This is an optimization exercise on Yosys and OpenROAD, whose aim is small area, a short achievable clock period and few clock cycles per item, not a production implementation.
The RTL was checked by simulation tests, not by an equivalence proof against the original design.

==> design/flow/design.v <==
module noz_comp (
    input  wire         clk,
    input  wire         rst,
    input  wire         start,
    output wire         ready,
    input  wire [383:0] lv_in,
    input  wire [127:0] out_in,
    input  wire [6:0]   first,
    input  wire [6:0]   last,
    input  wire         odd,
    input  wire         radius2,
    input  wire [2:0]   cap,
    input  wire         comp_en,
    input  wire [63:0]  vol,
    output wire         done,
    output wire [383:0] lv_out,
    output reg          lost,
    output reg  [7:0]   out_cnt
);
    localparam N = 128;
    function [127:0] ge_th(input [6:0] x);
        integer n, j;
        begin
            ge_th = 128'd0;
            ge_th[0] = ~x[0];
            ge_th[1] = 1'b1;
            for (n = 1; n < 7; n = n + 1)
                for (j = 0; j < (1 << n); j = j + 1) begin
                    ge_th[(1 << n) + j] = ~x[n] | ge_th[j];
                    ge_th[j]            = ~x[n] & ge_th[j];
                end
        end
    endfunction
    function [127:0] gt_th(input [6:0] x);
        integer n, j;
        begin
            gt_th = 128'd0;
            gt_th[0] = 1'b0;
            gt_th[1] = ~x[0];
            for (n = 1; n < 7; n = n + 1)
                for (j = 0; j < (1 << n); j = j + 1) begin
                    gt_th[(1 << n) + j] = ~x[n] | gt_th[j];
                    gt_th[j]            = ~x[n] & gt_th[j];
                end
        end
    endfunction
    reg          busy;        
    reg          fet;         
    reg          has;         
    reg          ph;          
    reg  [6:0]   cur;
    reg  [2:0]   ql [0:4];
    reg  [7:0]   qv [0:4];
    reg  [3:0]   qe;
    reg  [7:0]   vr;          
    reg  [383:0] lvr;         
    reg  [N-1:0] om;          
    reg  [55:0]  volr;        
    reg  [55:0]  thr_r;
    reg  [2:0]   cap_r;
    reg  [6:0]   first_r, last_r;
    reg          odd_r, rad2_r, en_r;
    wire om_any = |om;
    assign done   = busy & (fet ? ~om_any : ~has);
    assign ready  = ~busy | done;
    wire load = start & ready;
    assign lv_out = lvr;
    function [2:0] slot_of(input integer j, input p, input o);
        begin
            case (j)
            0: slot_of = p ? (o ? 3'd4 : 3'd0) : (o ? 3'd3 : 3'd1);
            1: slot_of = p ? (o ? 3'd0 : 3'd4) : (o ? 3'd1 : 3'd3);
            2: slot_of = p ? (o ? 3'd3 : 3'd1) : (o ? 3'd4 : 3'd0);
            3: slot_of = p ? (o ? 3'd1 : 3'd3) : (o ? 3'd0 : 3'd4);
            default: slot_of = 3'd2;
            endcase
        end
    endfunction
    wire [N-1:0] ld_deck = ge_th(first) & ~gt_th(last);
    wire [N-1:0] ld_om   = ld_deck & out_in;
    reg  [383:0] ld_lv;
    reg  [2:0]   a;
    reg          a_gt;
    integer i;
    always @(*) begin
        for (i = 0; i < N; i = i + 1) begin
            a = lv_in[3*i +: 3];
            a_gt = (a[2] & ~cap[2]) | ((a[2] | ~cap[2]) &
                   ((a[1] & ~cap[1]) | ((a[1] | ~cap[1]) & a[0] & ~cap[0])));
            ld_lv[3*i +: 3] = {3{ld_deck[i]}} & (a_gt ? cap : a);
        end
    end
    wire [N-1:0] pend   = fet ? om : om & (odd_r ? ~ge_th(cur) : gt_th(cur));
    reg  [15:0] g_any;
    reg  [2:0]  g_lo [0:15];
    reg  [2:0]  g_hi [0:15];
    reg  [3:0]  s_lo, s_hi;
    integer g, b;
    always @(*) begin
        for (g = 0; g < 16; g = g + 1) begin
            g_any[g] = |pend[8*g +: 8];
            g_lo[g]  = 3'd0;
            g_hi[g]  = 3'd0;
            for (b = 7; b >= 0; b = b - 1)
                if (pend[8*g + b]) g_lo[g] = b[2:0];
            for (b = 0; b < 8; b = b + 1)
                if (pend[8*g + b]) g_hi[g] = b[2:0];
        end
        s_lo = 4'd0;
        s_hi = 4'd0;
        for (g = 15; g >= 0; g = g - 1)
            if (g_any[g]) s_lo = g[3:0];
        for (g = 0; g < 16; g = g + 1)
            if (g_any[g]) s_hi = g[3:0];
    end
    wire [6:0] nxt     = odd_r ? {s_hi, g_hi[s_hi]} : {s_lo, g_lo[s_lo]};
    wire       nxt_any = |g_any;
    wire [3:0] ng = nxt[6:3];
    wire [2:0] nr = nxt[2:0];
    wire [395:0] ext_lv = {6'd0, lvr, 6'd0};
    wire [131:0] ext_om = {2'b11, om, 2'b11};
    reg  [35:0]  blk_lv;
    reg  [11:0]  blk_om;
    reg  [14:0]  rd_lv;
    reg  [4:0]   rd_om;
    integer s;
    always @(*) begin
        blk_lv = 36'd0;
        blk_om = 12'd0;
        for (g = 0; g < 16; g = g + 1)
            if (ng == g) begin
                blk_lv = ext_lv[24*g +: 36];
                blk_om = ext_om[8*g +: 12];
            end
        rd_lv = 15'd0;
        rd_om = 5'd0;
        for (s = 0; s < 8; s = s + 1)
            if (nr == s) begin
                rd_lv = blk_lv[3*s +: 15];
                rd_om = blk_om[s +: 5];
            end
    end
    wire ne_f0 = (nxt != first_r);
    wire ne_f1 = (nxt != first_r + 7'd1);
    wire ne_l0 = (nxt != last_r);
    wire ne_l1 = (nxt != last_r - 7'd1);
    wire [4:0] rd_dk = {ne_l0 & ne_l1, ne_l0, 1'b1, ne_f0, ne_f0 & ne_f1};
    wire [4:0] rd_el = rd_dk & ~rd_om;
    reg  [7:0] vtab [0:7];
    reg  [7:0] thr  [1:7];
    reg  [7:0] cap_m;             
    reg  [55:0] ld_thr;
    reg  [8:0]  sum;
    integer L;
    always @(*) begin
        vtab[0] = 8'd0;
        for (L = 1; L < 8; L = L + 1)
            vtab[L] = volr[8*(L-1) +: 8];
        for (L = 1; L < 8; L = L + 1)
            thr[L] = thr_r[8*(L-1) +: 8];
        for (L = 0; L < 8; L = L + 1)
            cap_m[L] = (L <= cap_r);
        for (L = 1; L < 8; L = L + 1) begin
            sum = {1'b0, vol[8*L +: 8]} + {1'b0, vol[8*(L-1) +: 8]};
            ld_thr[8*(L-1) +: 8] = sum[8:1];
        end
    end
    reg  [2:0] nl [0:4];          
    reg  [7:0] nv [0:4];
    reg  [7:0] c_v [0:2];
    reg        c_nz [0:2];        
    reg        vpos;
    reg  [8:0] tgt;
    reg  [8:0] rem [0:7];
    reg  [8:0] u;
    reg  [7:0] sel;
    reg  [2:0] lnew;
    reg  [7:0] vnew, vlev;
    integer k, j;
    always @(*) begin
        for (j = 0; j < 4; j = j + 1) begin
            nl[j] = ql[j];
            nv[j] = qv[j];
        end
        nl[4] = 3'd0;
        nv[4] = 8'd0;
        c_v[0] = vr;
        c_nz[0] = |vr;
        for (k = 0; k < 2; k = k + 1) begin
            tgt = {1'b0, qv[k]} + {1'b0, c_v[k]};
            for (L = 0; L < 8; L = L + 1)
                rem[L] = tgt - {1'b0, vtab[L]};
            u[0] = 1'b1;
            u[8] = 1'b0;
            for (L = 1; L < 8; L = L + 1)
                u[L] = cap_m[L] && ({1'b0, thr[L]} < tgt);
            for (L = 0; L < 8; L = L + 1)
                sel[L] = u[L] & ~u[L+1];
            lnew = 3'd0;
            vnew = 8'd0;
            vlev = 8'd0;
            vpos = 1'b0;
            for (L = 0; L < 8; L = L + 1)
                if (sel[L]) begin
                    lnew = lnew | L[2:0];
                    vlev = vlev | vtab[L];
                    if (!rem[L][8])
                        vnew = vnew | rem[L][7:0];
                    if (!rem[L][8] && rem[L][7:0] != 8'd0)
                        vpos = 1'b1;
                end
            if (qe[k]) begin
                c_v[k+1] = vnew;
                c_nz[k+1] = vpos;
                nl[k] = lnew;
                nv[k] = vlev;
            end else begin
                c_v[k+1] = c_v[k];
                c_nz[k+1] = c_nz[k];
            end
        end
    end
    wire v_left = c_nz[2];
    wire more = ~fet & ~ph & rad2_r & en_r & v_left & (qe[2] | qe[3]);
    reg  [14:0] wn;
    reg  [39:0] wvn;
    always @(*) begin
        wn  = 15'd0;
        wvn = 40'd0;
        for (s = 0; s < 5; s = s + 1)
            for (j = 0; j < 5; j = j + 1)
                if (slot_of(j, ph, odd_r) == s) begin
                    wn[3*s +: 3]  = nl[j];
                    wvn[8*s +: 8] = nv[j];
                end
    end
    reg  [14:0] fw_lv;
    reg  [39:0] fw_v;
    reg  [8:0]  d_eq;             
    integer t, dd;
    always @(*) begin
        for (dd = -4; dd <= 4; dd = dd + 1)
            d_eq[4 + dd] = (nxt == cur + dd);
        for (t = 0; t < 5; t = t + 1) begin
            fw_lv[3*t +: 3] = rd_lv[3*t +: 3];
            fw_v[8*t +: 8]  = vtab[rd_lv[3*t +: 3]];
        end
        for (t = 0; t < 5; t = t + 1)
            for (dd = -4; dd <= 4; dd = dd + 1)
                if (dd != 0 && t + dd >= 0 && t + dd <= 4 && d_eq[4 + dd] && en_r && !fet) begin
                    fw_lv[3*t +: 3] = wn[3*(t + dd) +: 3];
                    fw_v[8*t +: 8]  = wvn[8*(t + dd) +: 8];
                end
    end
    wire [3:0] wg = cur[6:3];
    wire [2:0] wr = cur[2:0];
    reg  [2:0]  e0s, e1s;
    reg  [11:0] bm0, bm1, bmc;    
    reg  [35:0] blk_new;
    reg  [11:0] blk_we;
    integer p;
    always @(*) begin
        e0s = slot_of(0, ph, odd_r);
        e1s = slot_of(1, ph, odd_r);
        for (p = 0; p < 12; p = p + 1) begin
            bm0[p] = 1'b0;
            bm1[p] = 1'b0;
            bmc[p] = 1'b0;
            for (s = 0; s < 5; s = s + 1)
                if (p - s >= 0 && p - s < 8 && wr == p - s) begin
                    if (e0s == s) bm0[p] = 1'b1;
                    if (e1s == s) bm1[p] = 1'b1;
                    if (s == 2)   bmc[p] = 1'b1;
                end
            blk_new[3*p +: 3] = ({3{bm0[p]}} & nl[0]) | ({3{bm1[p]}} & nl[1]);
            blk_we[p] = (bm0[p] & qe[0]) | (bm1[p] & qe[1]) | bmc[p];
        end
    end
    reg  [383:0] wb_lv;
    reg  [N-1:0] wb_we;
    integer q, gi;
    always @(*) begin
        for (i = 0; i < N; i = i + 1) begin
            gi = (i + 2) / 8;
            q  = (i + 2) % 8;
            wb_lv[3*i +: 3] = blk_new[3*q +: 3];
            wb_we[i] = (wg == gi) && blk_we[q];
            if (q < 4 && gi > 0 && wg == gi - 1) begin
                wb_lv[3*i +: 3] = blk_new[3*(q+8) +: 3];
                wb_we[i] = blk_we[q+8];
            end
        end
    end
    always @(posedge clk) begin
        if (rst) begin
            busy <= 1'b0;
        end else if (load) begin
            busy    <= 1'b1;
            fet     <= 1'b1;
            lvr     <= ld_lv;
            om      <= ld_om;
            volr    <= vol[63:8];
            thr_r   <= ld_thr;
            cap_r   <= cap;
            first_r <= first;
            last_r  <= last;
            odd_r   <= odd;
            rad2_r  <= radius2;
            en_r    <= comp_en;
            out_cnt <= 8'd0;
            lost    <= 1'b0;
        end else if (done) begin
            busy <= 1'b0;
        end else if (more) begin
            ph <= 1'b1;
            vr <= c_v[2];
            ql[0] <= nl[2];  qv[0] <= nv[2];  qe[0] <= qe[2];
            ql[1] <= nl[3];  qv[1] <= nv[3];  qe[1] <= qe[3];
            ql[2] <= nl[0];  qv[2] <= nv[0];  qe[2] <= qe[0];
            ql[3] <= nl[1];  qv[3] <= nv[1];  qe[3] <= qe[1];
            ql[4] <= nl[4];  qv[4] <= nv[4];
        end else begin
            fet <= 1'b0;
            ph  <= 1'b0;
            has <= nxt_any;
            cur <= nxt;
            vr  <= vtab[rd_lv[6 +: 3]];
            for (j = 0; j < 5; j = j + 1) begin
                ql[j] <= fw_lv[3*slot_of(j, 1'b0, odd_r) +: 3];
                qv[j] <= fw_v[8*slot_of(j, 1'b0, odd_r) +: 8];
                if (j < 4)
                    qe[j] <= rd_el[slot_of(j, 1'b0, odd_r)] && (j < 2 || rad2_r);
            end
            if (!fet) begin
                out_cnt <= out_cnt + 8'd1;
                if (en_r && v_left)
                    lost <= 1'b1;
            end
        end
        if (!rst && !load && !done && !fet && en_r)
            for (i = 0; i < N; i = i + 1)
                if (wb_we[i])
                    lvr[3*i +: 3] <= wb_lv[3*i +: 3];
    end
endmodule
==> design/flow/run.sh <==
#!/bin/bash
# synth_recipe.tcl (not shown) runs the flow's synth.tcl, then flattens the netlist and writes it again
# the make line also repeats each setting of config.mk as NAME=value (left out here)
make -C /OpenROAD-flow-scripts/flow DESIGN_CONFIG=/design/flow/config.mk WORK_HOME=/design/flow/orfs CLKGATE_MAP_FILE= SYNTH_SCRIPT=/design/flow/synth_recipe.tcl finish
==> design/flow/config.mk <==
export PLATFORM = sky130hd
export DESIGN_NAME = noz_comp
export DESIGN_NICKNAME = noz_comp
export VERILOG_FILES = /design/flow/design.v
export SDC_FILE = /design/flow/constraint.sdc
export NUM_CORES = 4
export LEC_CHECK = 0
export ABC_AREA = 1
export CAP_MARGIN = 20
export CORE_MARGIN = 2
export CORE_UTILIZATION = 60
export PLACE_DENSITY = 0.75
export SLEW_MARGIN = 20
==> design/flow/constraint.sdc <==
create_clock -name core_clock -period 40.0 [get_ports {clk}]
set_input_delay 8.0000 -clock core_clock [delete_from_list [all_inputs] [get_ports {clk}]]
set_output_delay 8.0000 -clock core_clock [all_outputs]
set_load 0.01 [all_outputs]
==> results of run 1 <==
[layer usage]
layer	GRT overflow	global-route usage [%]
met1	0	78.3
met5	1	47.8
met2	2	89.6
met4	6	78.1
met3	0	66.9
[through the flow]
step / instance area [um^2] / hold WS [ns] / instances / util (%)
global placement: 83200 / 0.491 / 13700 / 69.5
detailed placement: 83200 / 0.499 / 13700 / 69.5
floorplan: 72200 / 0.514 / 11500 / -
CTS: 86200 / 0.509 / 13900 / 72.0
[worst max-delay path by stage]
stage	start	to	slack (ns)	depth (start not counted)
4_1_cts	qv[0][0]$_DFFE_PP_	qv[2][1]$_DFFE_PP_	28.40	55
3_3_place_gp	last[6]	lvr[10]$_DFF_P_	28.19	12
3_5_place_dp	last[6]	lvr[234]$_DFF_P_	28.06	9
2_1_floorplan	start	cap_r[0]$_DFFE_PP_	23.13	5
[cells by family after synthesis]
family / after synthesis / share of synthesized area (%)
and+or+nand+nor: 5066 / 30.1
xor gates and xnor gates: 202 / 2.45
adders and majority gates: 339 / 5.98
buffers and inverters: 1947 / 10.6
AOI/OAI and AO/OA: 3231 / 26.2
muxes: 11 / 0.156
DFF: 720 / 24.6
==> impl_metrics.py, run 1 <==
metrics = {
    "clocking": {
        "cts_buffer_depth": 3,
        "cts_max_level": 3,
        "cts_buffers": 86,
        "clock-root-buffer": "clkbuf_16",
        "post_cts.resized_instances": 0,
        "cts-hold-fix-buffers": 0,
        "post_cts_buffers": 0,
        "clock-sinks": 720,
    },
    "placed_design": {
        "post-place-ws_ns": 28.06,
        "port_buffers": 993,
        "place_congestion": 1.44,
        "place_hpwl_mm": 359,
    },
    "yosys": {
        "syn_area_um2": 72200,
        "synth_commonest_cells": "nand2_1, o21ai_0, nor2_1",
        "synth-edff-count": 335,
        "seq_area_frac_synth_pct": 24.6,
        "ys_ff_latch": 720,
        "yosys-top-cells-area": "edfxtp_1, nand2_1, dfxtp_1",
        "async_flop_share_pct": 0,
        "synth_flop_cell": "dfxtp_1",
        "syn_inst": 11500,
        "yosys.area.top_type_share_pct": 13.9,
        "syn_nets": 12400,
        "synth.largest_area_cell": "edfxtp_1",
        "synthDistinctLibCells": 86,
        "ys_warn_count": 52,
        "synth_area_per_cell_um2": 6.27,
        "yosysMostFrequentCell": "nand2_1",
    },
    "global_routing": {
        "overflow": 9,
        "grt_pass1_wl_mm": 696,
        "grt_use_total_pct": 78.1,
        "grt_max_degree": 222,
        "grt_pass1_vias": 95800,
    },
    "floorplan": {
        "rows": 127,
        "top_level_ports": 994,
        "initial_core_util_pct": 60.3,
        "dieHeight_um": 351,
        "fp.dieW_um": 351,
    },
    "outcome": {
        "status": "stopped before the end",
        "failing_step": "global routing",
        "error": "[ERROR GRT-0116] Global routing finished with congestion. Check the congestion regions in the DRC Viewer.",
    },
}
Testbench counts, summed over its fixed seeds: cycles 19,539, lines 3,200.
==> inputs of run 2 (changes only) <==
--- a/design/flow/design.v
+++ b/design/flow/design.v
@@ -21,12 +21,7 @@
     function [127:0] ge_th(input [6:0] x);
-        integer n, j;
+        integer h, l;
         begin
-            ge_th = 128'd0;
-            ge_th[0] = ~x[0];
-            ge_th[1] = 1'b1;
-            for (n = 1; n < 7; n = n + 1)
-                for (j = 0; j < (1 << n); j = j + 1) begin
-                    ge_th[(1 << n) + j] = ~x[n] | ge_th[j];
-                    ge_th[j]            = ~x[n] & ge_th[j];
-                end
+            for (h = 0; h < 8; h = h + 1)
+                for (l = 0; l < 16; l = l + 1)
+                    ge_th[16*h + l] = (h > x[6:4]) || ((h == x[6:4]) && (l >= x[3:0]));
         end
@@ -34,12 +29,7 @@
     function [127:0] gt_th(input [6:0] x);
-        integer n, j;
+        integer h, l;
         begin
-            gt_th = 128'd0;
-            gt_th[0] = 1'b0;
-            gt_th[1] = ~x[0];
-            for (n = 1; n < 7; n = n + 1)
-                for (j = 0; j < (1 << n); j = j + 1) begin
-                    gt_th[(1 << n) + j] = ~x[n] | gt_th[j];
-                    gt_th[j]            = ~x[n] & gt_th[j];
-                end
+            for (h = 0; h < 8; h = h + 1)
+                for (l = 0; l < 16; l = l + 1)
+                    gt_th[16*h + l] = (h > x[6:4]) || ((h == x[6:4]) && (l > x[3:0]));
         end
@@ -62,3 +52,4 @@
     reg          odd_r, rad2_r, en_r;
-    wire om_any = |om;
+    reg  [7:0] om_g;          
+    wire om_any = |om_g;
     assign done   = busy & (fet ? ~om_any : ~has);
@@ -299,14 +290,2 @@
             fet     <= 1'b1;
-            lvr     <= ld_lv;
-            om      <= ld_om;
-            volr    <= vol[63:8];
-            thr_r   <= ld_thr;
-            cap_r   <= cap;
-            first_r <= first;
-            last_r  <= last;
-            odd_r   <= odd;
-            rad2_r  <= radius2;
-            en_r    <= comp_en;
-            out_cnt <= 8'd0;
-            lost    <= 1'b0;
         end else if (done) begin
@@ -333,3 +312,26 @@
             end
-            if (!fet) begin
+        end
+    end
+    always @(posedge clk) begin
+        if (ready) begin
+            lvr     <= ld_lv;
+            om      <= ld_om;
+            for (i = 0; i < 8; i = i + 1)
+                om_g[i] <= |ld_om[16*i +: 16];
+            volr    <= vol[63:8];
+            thr_r   <= ld_thr;
+            cap_r   <= cap;
+            first_r <= first;
+            last_r  <= last;
+            odd_r   <= odd;
+            rad2_r  <= radius2;
+            en_r    <= comp_en;
+            out_cnt <= 8'd0;
+            lost    <= 1'b0;
+        end else if (!fet) begin
+            if (en_r)
+                for (i = 0; i < N; i = i + 1)
+                    if (wb_we[i])
+                        lvr[3*i +: 3] <= wb_lv[3*i +: 3];
+            if (!more) begin
                 out_cnt <= out_cnt + 8'd1;
@@ -339,6 +341,2 @@
         end
-        if (!rst && !load && !done && !fet && en_r)
-            for (i = 0; i < N; i = i + 1)
-                if (wb_we[i])
-                    lvr[3*i +: 3] <= wb_lv[3*i +: 3];
     end
--- a/design/flow/config.mk
+++ b/design/flow/config.mk
@@ -8,6 +8,6 @@
 export ABC_AREA = 1
-export CAP_MARGIN = 20
+export CAP_MARGIN = 40
 export CORE_MARGIN = 2
-export CORE_UTILIZATION = 60
-export PLACE_DENSITY = 0.75
-export SLEW_MARGIN = 20
+export CORE_UTILIZATION = 40
+export PLACE_DENSITY = 0.6
+export SLEW_MARGIN = 40
==> impl_metrics.py, run 2 <==
metrics = {
    "placed_design": {
        "place_hpwl_mm": 424,
        "detailed_place.area_um2": 84600,
        "place_congestion": 1.20,
        "port_buffers": 993,
    },
    "yosys": {
        "synth_commonest_cells": "nand2_1, o21ai_0, inv_1",
        "yosysMostFrequentCell": "nand2_1",
        "async_flop_share_pct": 0,
        "yosys-top-cells-area": "edfxtp_1, nand2_1, o21ai_0",
        "synth_area_per_cell_um2": 6.91,
        "synth-edff-count": 718,
        "syn_area_um2": 71500,
        "seq_area_frac_synth_pct": 30.4,
        "synthDistinctLibCells": 79,
        "ys_warn_count": 52,
        "ys_ff_latch": 728,
        "yosys.area.top_type_share_pct": 30.2,
        "synth_flop_cell": "edfxtp_1",
        "syn_inst": 10300,
        "synth.largest_area_cell": "edfxtp_1",
        "syn_nets": 11200,
    },
    "clocking": {
        "insertion_delay_ns": 0.82,
        "cts_buffer_depth": 3,
        "cts_max_level": 3,
        "cts_tree": "built",
        "cts_buffers": 92,
        "post_cts.resized_instances": 0,
        "cts-hold-fix-buffers": 0,
        "clock-sinks": 728,
        "post_cts_buffers": 0,
        "clock-root-buffer": "clkbuf_16",
        "cts.clk_slew.worst_paths_ns": 0.06,
    },
    "routing": {
        "viasPerCell": 6.97,
        "avgRoutedWirePerCell_um": 39.7,
        "num_vias": 95300,
        "drt_iter0_drc": 18800,
        "drc": 0,
        "wirelength_mm": 542,
        "first_pass_iters": 13,
        "antenna_left": 0,
    },
    "finish": {
        "layout_commonest_cell": "nand2_1",
        "mostFrequentLayoutCells": "nand2_1, o21ai_0, clkdlybuf4s50_1",
        "design_area_um2": 88200,
        "top_regs": "lvr (384), om (128)",
        "largest_reg_flops": 384,
        "drive_gt1_share_pct": 6.46,
        "syn_to_final_growth_pct": 23.4,
        "regMostFlops": "lvr",
        "finalNetCount": 12000,
        "fin_util_pct": 49.6,
    },
    "worst_setup_path": {
        "cp-end-kind": "flip-flop",
        "crit_buf_inv": 7,
        "setup.worst_path.start_class": "flip-flop",
        "critPathMaxStageDelay_ns": 0.88,
        "crit_type": "reg2reg",
        "cp.required_ns": 40.49,
        "cp_top_family": "simple AND/OR/NAND/NOR gates",
        "cp_max_fo": 34,
        "critical_path.slowest_cell": "nor3_1",
        "cp_common_cell": "nand2_1",
        "cp.arrival_ns": 13.89,
    },
    "global_routing": {
        "antenna_found_initial": 127,
        "grt_use_total_pct": 56.9,
        "grt_pass1_wl_mm": 710,
        "grt_max_degree": 139,
        "grt_pass1_vias": 83900,
        "overflow": 0,
    },
    "floorplan": {
        "rows": 155,
        "fp.dieW_um": 427,
        "initial_core_util_pct": 40.1,
        "dieHeight_um": 427,
        "top_level_ports": 994,
        "design.die.area_um2": 182000,
        "core_um2": 178000,
    },
    "sta": {
        "worstMarginPinSlew_ns": 1.09,
        "fin_skew_ns": 0.0881,
        "rsz0062_at_grt": "no",
        "final.setup.tns_ns": 0,
        "drv_slew": 0,
        "relSlewSlack_pct": 27.5,
        "setup_viol": 0,
        "timing.fmax_mhz": 74.6,
        "hold_viol_final": 0,
        "period_minus_slack_ns": 13.40,
        "fin_crit_sh_pct": 33.5,
    },
    "worst_hold_path": {
        "hold_class": "reg2reg",
    },
    "outcome": {
        "status": "complete, no violations",
    },
    "run": {
        "cap_violations": 0,
    },
}
==> run 2: cell count changes after synthesis, moves of 64 or more <==
| cell | change |
|---|---|
| o31ai_1 | -89 |
| a21oi_1 | -168 |
| o22ai_1 | +121 |
| dfxtp_1 | -375 |
| inv_1 | -267 |
| mux2i_1 | +119 |
| a211oi_1 | -64 |
| nand3_1 | +100 |
| a221oi_1 | +71 |
| nor2_1 | -381 |
| o211ai_1 | -78 |
| maj3_1 | +90 |
| o21ai_0 | -355 |
| edfxtp_1 | +383 |
==> run 2: path summary, 6_finish.rpt <==
path         slack [ns]                 endpoint                    start  depth (start not counted)
max reg2reg       26.60       qv[0][1]$_DFFE_PP_         cur[2]$_DFFE_PP_                         44
min                0.52  out_cnt[2]$_SDFFE_PN0P_  out_cnt[2]$_SDFFE_PN0P_                          2
max               26.60       qv[0][1]$_DFFE_PP_         cur[2]$_DFFE_PP_                         44
min reg2reg        0.52  out_cnt[2]$_SDFFE_PN0P_  out_cnt[2]$_SDFFE_PN0P_                          2
==> run 2: per-stage QoR <==
step / cells / worst slack (ns) / hold slack, ns
2_1_floorplan: 10300 / 22.73 / 0.474
3_3_place_gp: 13300 / 27.62 / 0.489
3_5_place_dp: 13300 / 27.84 / 0.482
4_1_cts: 13500 / 27.82 / 0.492
5_1_grt: 13600 / 26.80 / 0.500
6_report: 13700 / 26.60 / 0.516
==> run 2: layer usage <==
layer  global-route usage (%)  wire [um]  vias up
met4                     50.6      60900       67
met2                     75.1     204000    10000
met1                     65.6     182000    44600
li1                         -          -    37700
met3                     30.0      93500     2924
met5                     2.94       1110        -
==> run 2: cell families (layout without fill, tap and decap cells) <==
| group | Yosys count | after routing | share of synthesized area [%] |
|---|---|---|---|
| buffers and inverters | 1640 | 2462 | 9.02 |
| XOR/XNOR | 204 | 204 | 2.50 |
| multiplexers | 128 | 128 | 1.79 |
| other | 0 | 144 | 0 |
| adder cells (fa/ha/maj) | 424 | 424 | 7.22 |
| AND/OR/NAND/NOR | 4655 | 4655 | 27.9 |
| flip-flops | 728 | 728 | 30.4 |
| AO/OA/AOI/OAI | 2570 | 2570 | 21.2 |
==> run 2: area by class of cell <==
type,instances,area (um^2)
Multi-Input combinational cell,7981,44200
Sequential cell,728,21800
Tap cell,2355,2950
Inverter,1085,4090
Fill cell,17500,89800
Clock inverter,62,782
Clock buffer,106,2380
Antenna cell,144,360
Timing Repair Buffer,1209,11700
==> run 2: worst register-to-register path, delay by kind of cell, from the launching register on <==
| kind | cells | cell delay [ns] |
|---|---|---|
| compound gates | 6 | 1.75 |
| fa+ha+maj | 1 | 0.54 |
| buf+inv | 7 | 2.10 |
| flops | 1 | 0.65 |
| simple gates | 30 | 8.03 |
Testbench counts of run 2, summed over its fixed seeds: cycles 19,539, lines 3,200.

==> separate check: timing with driven ports <==
Ports are ideal in the flow. The routed layout listed here was re-timed in OpenROAD. Step 1: set_driving_cell puts a clkbuf_16 on clk and a buf_2 on each other input, an assumption about the parent block. Step 2 adds t to the input delays and takes it off the output delays; t is the mean of the earliest and latest rising clock arrival at the registers after step 1. Input paths then give back, and output paths get back, about the clock's delay inside the block. a / b / c = ideal / step 1 / step 2; a / b = the first two.
run: run 2
t, ns: 0.867
setup slack, ns: 26.599 / 26.599 / 26.599
cell pins on the clock port's net: 1
After both steps run 2 still meets setup and hold. For run 2, drivers alone change the setup slack by 0.000 ns; drivers and shift together by 0.000 ns.
